What follows belongs to an exercise in optimizing a design on an open flow for small area; a production flow would make more cautious choices.
Only simulation tests tie the RTL to the original design; equivalence was not proved.
Power figures rest on the tool's default switching activity, not on a simulated workload.

File: flow/run.sh
#!/bin/bash
# synth_recipe.tcl (not shown) runs the flow's synth.tcl, then flattens the netlist and writes it again
# the make line also repeats each setting of config.mk as NAME=value (left out here)
make -C /OpenROAD-flow-scripts/flow DESIGN_CONFIG=/design/flow/config.mk WORK_HOME=/design/flow/orfs CLKGATE_MAP_FILE= SYNTH_SCRIPT=/design/flow/synth_recipe.tcl finish
File: flow/config.mk
export PLATFORM = sky130hd
export DESIGN_NAME = lh8_sched_port
export DESIGN_NICKNAME = lh8_sched_port
export VERILOG_FILES = /design/flow/design.v
export SDC_FILE = /design/flow/constraint.sdc
export NUM_CORES = 4
export LEC_CHECK = 0
export CAP_MARGIN = 20
export CORE_MARGIN = 2
export CORE_UTILIZATION = 40
export SLEW_MARGIN = 20
File: flow/constraint.sdc
create_clock -name core_clock -period 36.0 [get_ports {clk}]
set_input_delay 7.2000 -clock core_clock [delete_from_list [all_inputs] [get_ports {clk}]]
set_output_delay 7.2000 -clock core_clock [all_outputs]
set_load 0.01 [all_outputs]
File: flow/design.v
module lh8_charge (
    input  wire       unit,       
    input  wire [7:0] ovh,        
    input  wire [6:0] vlen,
    input  wire       first,
    input  wire       last,
    input  wire [7:0] sf,         
    output wire [7:0] bytes,      
    output wire [7:0] sf_next
);
    wire signed [9:0] b_first = $signed({3'b000, vlen}) + $signed({{2{ovh[7]}}, ovh});
    wire signed [9:0] b_next  = $signed({3'b000, vlen}) - $signed({2'b00, sf});
    wire signed [9:0] b       = first ? b_first : b_next;
    wire              neg     = b[9];
    wire signed [9:0] nb      = -b;
    assign bytes   = unit ? 8'd128 : (neg ? 8'd0 : b[7:0]);
    assign sf_next = unit ? sf : ((neg && !last) ? nb[7:0] : 8'd0);
endmodule
module lh8_shaper #(
    parameter        RST_EN    = 1'b0,
    parameter        RST_UNIT  = 1'b0,
    parameter [4:0]  RST_RQ    = 5'd25,
    parameter [12:0] RST_RR    = 13'd0,
    parameter [15:0] RST_BURST = 16'h0100,
    parameter        NO_EN     = 1'b0      
) (
    input  wire        clk,
    input  wire        rst,
    input  wire        tick,
    input  wire        apply,
    input  wire        ld_en,
    input  wire        ld_unit,
    input  wire        ld_tokrst,
    input  wire [4:0]  ld_rq,
    input  wire [12:0] ld_rr,
    input  wire [7:0]  ld_ovh,
    input  wire [15:0] ld_burst,
    input  wire        chg_en,
    input  wire [7:0]  chg_bytes,
    output wire        en,
    output reg         unit,
    output reg  [7:0]  ovh,
    output reg  [25:0] tb,
    output wire        permit
);
    reg [4:0]  rq;
    reg [12:0] rr;
    reg [15:0] burst;
    reg [12:0] tr;
    wire [16:0] units   = {burst == 16'd0, burst};
    wire [16:0] ld_units = {ld_burst == 16'd0, ld_burst};
    wire [13:0] r1  = {1'b0, tr} + {1'b0, rr};
    wire        c   = r1 >= 14'd8000;
    wire [12:0] r2  = c ? r1[12:0] - 13'd8000 : r1[12:0];
    wire [25:0] b1  = tb + {20'd0, rq} + {25'd0, c};
    wire        ovf = !b1[25] && (b1[24:8] >= units);
    wire [25:0] bt  = !tick ? tb : ovf ? {1'b0, units, 8'd0} : b1;
    wire [12:0] rt  = !tick ? tr : ovf ? 13'd0 : r2;
    wire [25:0] b2  = bt - {18'd0, chg_bytes};
    wire [18:0] lo  = {b2[25], b2[25:8]} + {2'b00, units};
    wire        und = lo[18];
    wire [25:0] nbt = !chg_en ? bt : und ? -{1'b0, units, 8'd0} : b2;
    wire [12:0] nrt = (chg_en && und) ? 13'd0 : rt;
    reg en_r;
    assign en     = NO_EN ? 1'b0 : en_r;
    assign permit = !en || !tb[25];
    always @(posedge clk) begin
        if (rst) begin
            en_r  <= RST_EN;
            unit  <= RST_UNIT;
            rq    <= RST_RQ;
            rr    <= RST_RR;
            ovh   <= 8'd0;
            burst <= RST_BURST;
            tb    <= {2'b00, RST_BURST, 8'd0};
            tr    <= 13'd0;
        end else if (apply) begin
            en_r  <= ld_en;
            unit  <= ld_unit;
            rq    <= ld_rq;
            rr    <= ld_rr;
            ovh   <= ld_ovh;
            burst <= ld_burst;
            tb    <= ld_tokrst ? 26'd0 : {1'b0, ld_units, 8'd0};
            tr    <= 13'd0;
        end else begin
            tb    <= nbt;
            tr    <= nrt;
        end
    end
endmodule
module lh8_sched_port (
    input  wire        clk,
    input  wire        rst,
    input  wire        tick,         
    input  wire        slot,         
    input  wire [7:0]  q_valid,      
    input  wire [7:0]  q_more,       
    input  wire [7:0]  cls_ok,       
    input  wire [55:0] hd_vlen,      
    input  wire [7:0]  hd_first,     
    input  wire [7:0]  hd_last,      
    input  wire        cfg_we,
    input  wire [1:0]  cfg_addr,     
    input  wire [31:0] cfg_wdata,
    input  wire        rd_en,
    input  wire [3:0]  rd_sel,
    output wire        deq_valid,
    output wire [2:0]  deq_tc,
    output reg         apply_ack,
    output reg         apply_bad,
    output reg  [31:0] rd_data
);
    reg        sc_en, sc_tokrst, sc_unit;
    reg [17:0] sc_rate;
    reg [7:0]  sb_ovh;
    reg [15:0] sb_burst;
    reg [31:0] dwrr_w;
    wire [31:0] stg_cfg   = {sc_en, sc_tokrst, sc_unit, 11'd0, sc_rate};
    wire [31:0] stg_burst = {sb_ovh, 8'd0, sb_burst};
    wire       wr_apply = cfg_we && (cfg_addr == 2'd2);
    wire [3:0] ap_idx   = cfg_wdata[3:0];
    wire       ap_ok    = (sc_rate != 18'd0) && (sc_rate <= 18'd200000) &&
                          (ap_idx <= 4'd8) &&
                          !((ap_idx == 4'd6 || ap_idx == 4'd7) && sc_en);
    always @(posedge clk) begin
        if (rst) begin
            sc_en     <= 1'b0;
            sc_tokrst <= 1'b0;
            sc_unit   <= 1'b0;
            sc_rate   <= 18'd200000;
            sb_ovh    <= 8'd0;
            sb_burst  <= 16'h0100;
            dwrr_w    <= 32'h4020_1008;
            apply_ack <= 1'b0;
            apply_bad <= 1'b0;
        end else begin
            if (cfg_we && cfg_addr == 2'd0) begin
                sc_en     <= cfg_wdata[31];
                sc_tokrst <= cfg_wdata[30];
                sc_unit   <= cfg_wdata[29];
                sc_rate   <= cfg_wdata[17:0];
            end
            if (cfg_we && cfg_addr == 2'd1) begin
                sb_ovh   <= cfg_wdata[31:24];
                sb_burst <= cfg_wdata[15:0];
            end
            if (cfg_we && cfg_addr == 2'd3) dwrr_w <= cfg_wdata;
            apply_ack <= wr_apply;
            apply_bad <= wr_apply && !ap_ok;
        end
    end
    wire [11:0] ry0 = sc_rate[17:6];
    wire        q4  = ry0 >= 12'd2000;
    wire [11:0] ry1 = q4 ? ry0 - 12'd2000 : ry0;
    wire        q3  = ry1 >= 12'd1000;
    wire [10:0] ry2 = q3 ? ry1[10:0] - 11'd1000 : ry1[10:0];
    wire        q2  = ry2 >= 11'd500;
    wire [9:0]  ry3 = q2 ? ry2[9:0] - 10'd500 : ry2[9:0];
    wire        q1  = ry3 >= 10'd250;
    wire [8:0]  ry4 = q1 ? ry3[8:0] - 9'd250 : ry3[8:0];
    wire        q0  = ry4 >= 9'd125;
    wire [6:0]  ry5 = q0 ? ry4[6:0] - 7'd125 : ry4[6:0];
    wire [4:0]  ld_rq = {q4, q3, q2, q1, q0};
    wire [12:0] ld_rr = {ry5, sc_rate[5:0]};
    wire [8:0]  sh_en, sh_unit, sh_permit, sh_apply, sh_chg;
    wire [7:0]  sh_ovh  [0:8];
    wire [25:0] sh_tb   [0:8];
    wire [7:0]  sh_bytes [0:8];
    genvar gi;
    generate
        for (gi = 0; gi < 9; gi = gi + 1) begin : g_sh
            assign sh_apply[gi] = wr_apply && ap_ok && (ap_idx == gi);
            lh8_shaper #(
                .RST_EN   (gi == 5),
                .RST_UNIT (gi == 5 || gi == 8),
                .RST_RQ   ((gi == 5) ? 5'd6 : 5'd25),
                .RST_RR   ((gi == 5) ? 13'd2000 : 13'd0),
                .RST_BURST((gi == 5) ? 16'h0400 : 16'h0100),
                .NO_EN    (gi == 6 || gi == 7)
            ) u_sh (
                .clk(clk), .rst(rst), .tick(tick), .apply(sh_apply[gi]),
                .ld_en(sc_en), .ld_unit(sc_unit), .ld_tokrst(sc_tokrst),
                .ld_rq(ld_rq), .ld_rr(ld_rr), .ld_ovh(sb_ovh), .ld_burst(sb_burst),
                .chg_en(sh_chg[gi]), .chg_bytes(sh_bytes[gi]),
                .en(sh_en[gi]), .unit(sh_unit[gi]), .ovh(sh_ovh[gi]),
                .tb(sh_tb[gi]), .permit(sh_permit[gi])
            );
        end
    endgenerate
    wire [7:0] rdy = q_valid & cls_ok;
    wire [7:0] elig;
    assign elig[7] = rdy[7];
    assign elig[6] = rdy[6];
    generate
        for (gi = 0; gi < 6; gi = gi + 1) begin : g_el
            assign elig[gi] = rdy[gi] && sh_permit[8] && sh_permit[gi];
        end
    endgenerate
    reg  [2:0] cur;        
    reg        open;
    reg signed [23:0] dc [1:4];
    wire [2:0] n1 = (cur == 3'd1) ? 3'd4 : cur - 3'd1;
    wire [2:0] n2 = (n1  == 3'd1) ? 3'd4 : n1  - 3'd1;
    wire [2:0] n3 = (n2  == 3'd1) ? 3'd4 : n2  - 3'd1;
    wire [2:0] n4 = cur;
    reg        found;
    reg [2:0]  sel;
    reg        new_turn;
    always @(*) begin
        found    = 1'b1;
        sel      = 3'd0;
        new_turn = 1'b0;
        if (elig[7])                    sel = 3'd7;
        else if (elig[6])               sel = 3'd6;
        else if (elig[5])               sel = 3'd5;
        else if (open && elig[cur])     sel = cur;
        else if (elig[n1]) begin        sel = n1; new_turn = 1'b1; end
        else if (elig[n2]) begin        sel = n2; new_turn = 1'b1; end
        else if (elig[n3]) begin        sel = n3; new_turn = 1'b1; end
        else if (elig[n4]) begin        sel = n4; new_turn = 1'b1; end
        else if (elig[0])               sel = 3'd0;
        else                            found = 1'b0;
    end
    wire send = slot && found;
    assign deq_valid = send;
    assign deq_tc    = send ? sel : 3'd0;
    wire [6:0] s_vlen  = hd_vlen[sel*7 +: 7];
    wire       s_first = hd_first[sel];
    wire       s_last  = hd_last[sel];
    reg  [7:0] sf_q [0:7];    
    reg  [7:0] sf_p [0:7];    
    wire [7:0] q_bytes, q_sf_next, p_bytes, p_sf_next;
    lh8_charge u_qchg (
        .unit(sh_unit[{1'b0, sel}]), .ovh(sh_ovh[{1'b0, sel}]), .vlen(s_vlen),
        .first(s_first), .last(s_last), .sf(sf_q[sel]),
        .bytes(q_bytes), .sf_next(q_sf_next)
    );
    lh8_charge u_pchg (
        .unit(sh_unit[8]), .ovh(sh_ovh[8]), .vlen(s_vlen),
        .first(s_first), .last(s_last), .sf(sf_p[sel]),
        .bytes(p_bytes), .sf_next(p_sf_next)
    );
    generate
        for (gi = 0; gi < 8; gi = gi + 1) begin : g_chg
            assign sh_chg[gi]   = send && (sel == gi);
            assign sh_bytes[gi] = q_bytes;
        end
    endgenerate
    assign sh_chg[8]   = send;
    assign sh_bytes[8] = p_bytes;
    integer i;
    always @(posedge clk) begin
        if (rst) begin
            for (i = 0; i < 8; i = i + 1) begin
                sf_q[i] <= 8'd0;
                sf_p[i] <= 8'd0;
            end
        end else if (send) begin
            sf_q[sel] <= q_sf_next;
            sf_p[sel] <= p_sf_next;
        end
    end
    wire [1:0] q_idx   = sel[1:0] - 2'd1;
    wire [7:0] q_field = dwrr_w[q_idx*8 +: 8];
    wire [15:0] quantum = {1'b0, ((q_field == 8'd0) ? 8'd1 : q_field), 7'd0};
    reg signed [23:0] dc_cur;
    always @(*) begin
        case (sel)
            3'd1:    dc_cur = dc[1];
            3'd2:    dc_cur = dc[2];
            3'd3:    dc_cur = dc[3];
            3'd4:    dc_cur = dc[4];
            default: dc_cur = 24'sd0;
        endcase
    end
    wire signed [24:0] dc_add  = $signed({dc_cur[23], dc_cur}) +
                                 (new_turn ? $signed({9'd0, quantum}) : 25'sd0);
    wire signed [23:0] dc_sat  = (dc_add > 25'sd8388607) ? 24'sd8388607 : dc_add[23:0];
    wire [7:0]         dw_chg  = sh_en[{1'b0, sel}] ? q_bytes : {1'b0, s_vlen};
    wire signed [23:0] dc_new  = dc_sat - $signed({16'd0, dw_chg});
    wire               is_dw   = (sel >= 3'd1) && (sel <= 3'd4);
    always @(posedge clk) begin
        if (rst) begin
            cur  <= 3'd4;
            open <= 1'b0;
            for (i = 1; i <= 4; i = i + 1) dc[i] <= 24'sd0;
        end else begin
            for (i = 1; i <= 4; i = i + 1) begin
                if (!q_valid[i]) begin
                    dc[i] <= 24'sd0;
                    if ({29'd0, cur} == i) open <= 1'b0;
                end
            end
            if (send && is_dw) begin
                if (new_turn) cur <= sel;
                if (dc_new <= 24'sd0 || !q_more[sel]) open <= 1'b0;
                else if (new_turn) open <= 1'b1;
                case (sel)
                    3'd1:    dc[1] <= q_more[1] ? dc_new : 24'sd0;
                    3'd2:    dc[2] <= q_more[2] ? dc_new : 24'sd0;
                    3'd3:    dc[3] <= q_more[3] ? dc_new : 24'sd0;
                    default: dc[4] <= q_more[4] ? dc_new : 24'sd0;
                endcase
            end
        end
    end
    reg [31:0] rd_mux;
    always @(*) begin
        case (rd_sel)
            4'd9:    rd_mux = stg_cfg;
            4'd10:   rd_mux = stg_burst;
            4'd11:   rd_mux = dwrr_w;
            4'd12:   rd_mux = {{8{dc[1][23]}}, dc[1]};
            4'd13:   rd_mux = {{8{dc[2][23]}}, dc[2]};
            4'd14:   rd_mux = {{8{dc[3][23]}}, dc[3]};
            4'd15:   rd_mux = {{8{dc[4][23]}}, dc[4]};
            default: rd_mux = {{6{sh_tb[rd_sel][25]}}, sh_tb[rd_sel]};
        endcase
    end
    always @(posedge clk) begin
        if (rst)        rd_data <= 32'd0;
        else if (rd_en) rd_data <= rd_mux;
    end
endmodule
==> impl_metrics.json <==
{
  "worst_slew_pin_slew_ns": 1.36,
  "worstPathArrival_ns": 21.94,
  "syn_nets": 11726,
  "reg2reg_from": "g_sh[0].u_sh.tr[0]",
  "grt_pass1_vias": 81597,
  "p_per_area_mw_per_mm2": 79.4,
  "finalSetupTns_ns": 0,
  "finalCriticalPeriod_ns": 21.21,
  "seqPwrFrac_pct": 20.2,
  "dominantRegCellSynth": "dfxtp_1",
  "seq_area_frac_synth_pct": 27.5,
  "critical-path-slowest-cell": "a2111oi_1",
  "critPathMaxStageDelay_ns": 0.92,
  "vias_per_cell": 6.31,
  "clockBufferDepth": 3,
  "multi_input_area_mm2": 0.0569,
  "ys_warn_count": 7,
  "regArea_mm2": 0.0230,
  "clock.fmax_ghz": 0.0471,
  "dieHeight_um": 461,
  "ios": 178,
  "finalClockSkew_ns": 0.0481,
  "cts_hold_buf": 0,
  "peakVddDrop_v": 0.0000580,
  "clkPwrFrac_pct": 19.9,
  "cts_root_buffer": "clkbuf_16",
  "grt_overflow": 0,
  "wl_per_cell_um": 28.2,
  "synth_area_mm2": 0.0837,
  "cts_tree": "yes",
  "cp-end-kind": "register",
  "hp-class": "register to register",
  "critical_path_class": "primary input to register",
  "swShare_pct": 49.1,
  "fin_nets": 11611,
  "final_common_cell": "nand2_1",
  "path_buf_inv": 8,
  "cts-htree-levels": 4,
  "clock_sinks": 1084,
  "start_util_pct": 40.3,
  "wl_um": 387000,
  "drive_gt1_share_pct": 6.45,
  "fp-row-count": 167,
  "initialDrtViolationCount": 10415,
  "path_clk_slew_ns": 0.06,
  "status": "no timing/DRC/antenna violations",
  "n_fill_cell": 20708,
  "synth_edf_count": 128,
  "hold_violations": 0,
  "worst_path_dominant_cell_family": "compound AO/OA/AOI/OAI gates",
  "mostFrequentLayoutCells": "nand2_1 (1679), dfxtp_1 (953), a21oi_1 (943)",
  "dp_cells": 13466,
  "synth-seq-cells": 1084,
  "worstPathMaxFanout": 45,
  "p_sw_mw": 3.64,
  "coreArea_mm2": 0.207,
  "min_to": "g_sh[2].u_sh.ovh[4]",
  "syn_to_final_growth_pct": 11.7,
  "post_cts_buffers": 0,
  "worstSetupStartpoint": "q_valid[1]",
  "crit_path_start_kind": "primary input",
  "grt_use_total_pct": 35.1,
  "avgSynthCellArea_um2": 7.65,
  "insertion_delay_ns": 0.83,
  "setup_viol": 0,
  "ant_nets": 0,
  "period_share_pct": 58.9,
  "reg2reg_slack_ns": 20.36,
  "grt_max_degree": 169,
  "min_from": "g_sh[2].u_sh.ovh[4]",
  "rsz0062_at_grt": "false",
  "syn_inst": 10932,
  "gp_congestion": 1.03,
  "fp.dieArea_mm2": 0.213,
  "p_int_mw": 3.78,
  "cp_common_cell": "a21o_1",
  "cts_buffers": 137,
  "grt_pass1_wl_um": 557000,
  "power_frac_comb_pct": 59.9,
  "io_buffers": 177,
  "final-instance-count-excl-fill": 13721,
  "maxCapViolations": 0,
  "num_vias": 86625,
  "reg2reg_depth": 63,
  "power_mw": 7.42,
  "maxSlewViolCount": 0,
  "antenna_found_initial": 29,
  "first_pass_iters": 9,
  "crit_required_ns": 36.72,
  "reg2reg_to": "g_sh[0].u_sh.tr[9]",
  "min_path_cells": 2,
  "fp.dieW_um": 461,
  "max_slew_margin_pct": 8.77,
  "drc_errors": 0,
  "power_leakage_nw": 36.0,
  "ys_async_sr_fraction_pct": 0,
  "fin_util_pct": 45.0,
  "dp_hpwl_um": 280000,
  "post_cts_resized": 0,
  "synth_cell_types": 120
}
-- worst max path at each step --
stage | depth (start not counted) | endpoint
global placement | 55 | g_sh[3].u_sh.tr[12]
global route | 55 | g_sh[3].u_sh.tr[5]
finish | 57 | g_sh[3].u_sh.tb[15]
CTS | 55 | g_sh[3].u_sh.tr[7]
floorplan | 55 | g_sh[3].u_sh.tr[10]
detailed placement | 55 | g_sh[3].u_sh.tr[7]
-- cells by family (layout without fill, tap and decap cells) --
group,Yosys count,after routing,synth area share (%)
and+or+nand+nor,4121,4121,22.8
AOI/OAI and AO/OA,3017,3017,24.0
buffers and inverters,1117,1108,5.14
DFF,1084,1084,27.5
xor gates and xnor gates,738,738,7.73
adders and majority gates,654,654,10.2
muxes,201,201,2.66
other,0,10,0
-- power by group through the flow --
stage / Sequential, mW / Clock [mW] / Combinational [mW]
finish: 1.50 / 1.48 / 4.45
CTS: 1.49 / 1.49 / 4.33
floorplan: 1.40 / 0 / 3.01
global placement: 1.51 / 0 / 4.26
global route: 1.50 / 1.54 / 4.77
detailed placement: 1.51 / 0 / 4.30
-- synthesized netlist by cell type, drive strengths merged (29+ instances only) --
cell type / count / share of area (%)
a2111oi: 33 / 0.38
a21o: 190 / 1.7
o22ai: 62 / 0.46
o211ai: 103 / 0.94
and3: 125 / 0.93
xnor2: 524 / 5.5
edfxtp: 128 / 4.6
fa: 42 / 1.0
buf: 113 / 0.63
a31oi: 71 / 0.56
nand2b: 86 / 0.64
nor2: 824 / 3.7
or2: 34 / 0.25
clkbuf: 565 / 2.5
a21oi: 951 / 5.7
o21bai: 100 / 0.90
o2bb2ai: 36 / 0.38
nor2b: 189 / 1.4
nor3: 224 / 1.3
or3: 67 / 0.50
nand3: 396 / 2.4
o21a: 73 / 0.65
a211oi: 173 / 1.6
dfxtp: 956 / 23
o31ai: 40 / 0.37
mux2i: 140 / 1.7
o21ai: 414 / 2.5
a221oi: 73 / 0.76
nor4: 71 / 0.54
a22o: 80 / 0.84
mux2: 51 / 0.70
nand2: 1688 / 7.6
nand4: 198 / 1.5
a311oi: 29 / 0.31
xor2: 214 / 2.2
a222oi: 49 / 0.59
inv: 435 / 2.0
a22oi: 260 / 2.3
and2: 68 / 0.51
ha: 612 / 9.2
nand3b: 31 / 0.28
-- per-stage QoR --
stage / worst slack, ns / instance area (um2) / hold WS (ns)
after CTS: 14.99 / 93400 / 0.454
after global routing: 14.07 / 93400 / 0.474
after floorplan: 16.60 / 83700 / 0.431
after detailed placement: 14.18 / 88700 / 0.446
final: 14.79 / 93500 / 0.453
after global placement: 13.95 / 88600 / 0.442
-- layout make-up --
| cell class | count | share of cell area [%] |
|---|---|---|
| Timing Repair Buffer | 424 | 3.97 |
| Clock inverter | 62 | 0.995 |
| Multi-Input combinational cell | 8731 | 60.8 |
| Tap cell | 2788 | 3.73 |
| Inverter | 439 | 1.78 |
| Antenna cell | 10 | 0.0268 |
| Clock buffer | 183 | 4.08 |
| Sequential cell | 1084 | 24.6 |
-- flip-flops by register name, summed over array words and instances (netlist names), 9 cells and up --
register and count:
g_sh.u_sh.ovh 72, sf_p 64, dwrr_w 32, g_sh.u_sh.rr 117, g_sh.u_sh.unit 9, g_sh.u_sh.rq 45
g_sh.u_sh.burst 144, g_sh.u_sh.tr 117, dc 96, g_sh.u_sh.tb 234, sb_burst 16, sf_q 64
rd_data 32, sc_rate 18
-- layer usage --
metal	up-vias	wire length [um]	part of all wire, %	GRT usage, %
met5	-	137	0.035	0
met3	1182	39600	10	8.13
met2	4850	164000	42	52.9
met1	41378	154000	40	44.7
li1	39193	-	-	-
met4	22	29400	7.6	23.0
-- worst reg2reg max path, delay by kind of cell, from the launching register on --
family,cells,cell delay (ns)
DFF,1,0.31
AOI/OAI and AO/OA,37,7.42
and+or+nand+nor,12,3.60
xor gates and xnor gates,3,0.53
muxes,1,0.69
adders and majority gates,7,2.24
buffers and inverters,3,0.65

-- port drivers added, routing unchanged --
Ports are ideal in the flow. The routed layout listed here was re-timed in OpenROAD. Step 1, drivers: a clkbuf_16 drives clk and a buf_2 each remaining input, both assumed. Step 2 moves the port delays by t, midway between the first and last clock arrival at a register: inputs arrive t later, outputs are due t later. That takes back most of the time a late clock gives input paths. a / b / c = ideal ports / drivers / drivers and shift; a / b = the first two.
shift t [ns]: 0.909
setup slack, ns: 14.786 / 14.852 / 13.943
cell pins on the clock port's net: 1
After both steps this run still meets setup and hold. The setup slack of this run moves by +0.066 ns with the drivers and by -0.843 ns with both steps.
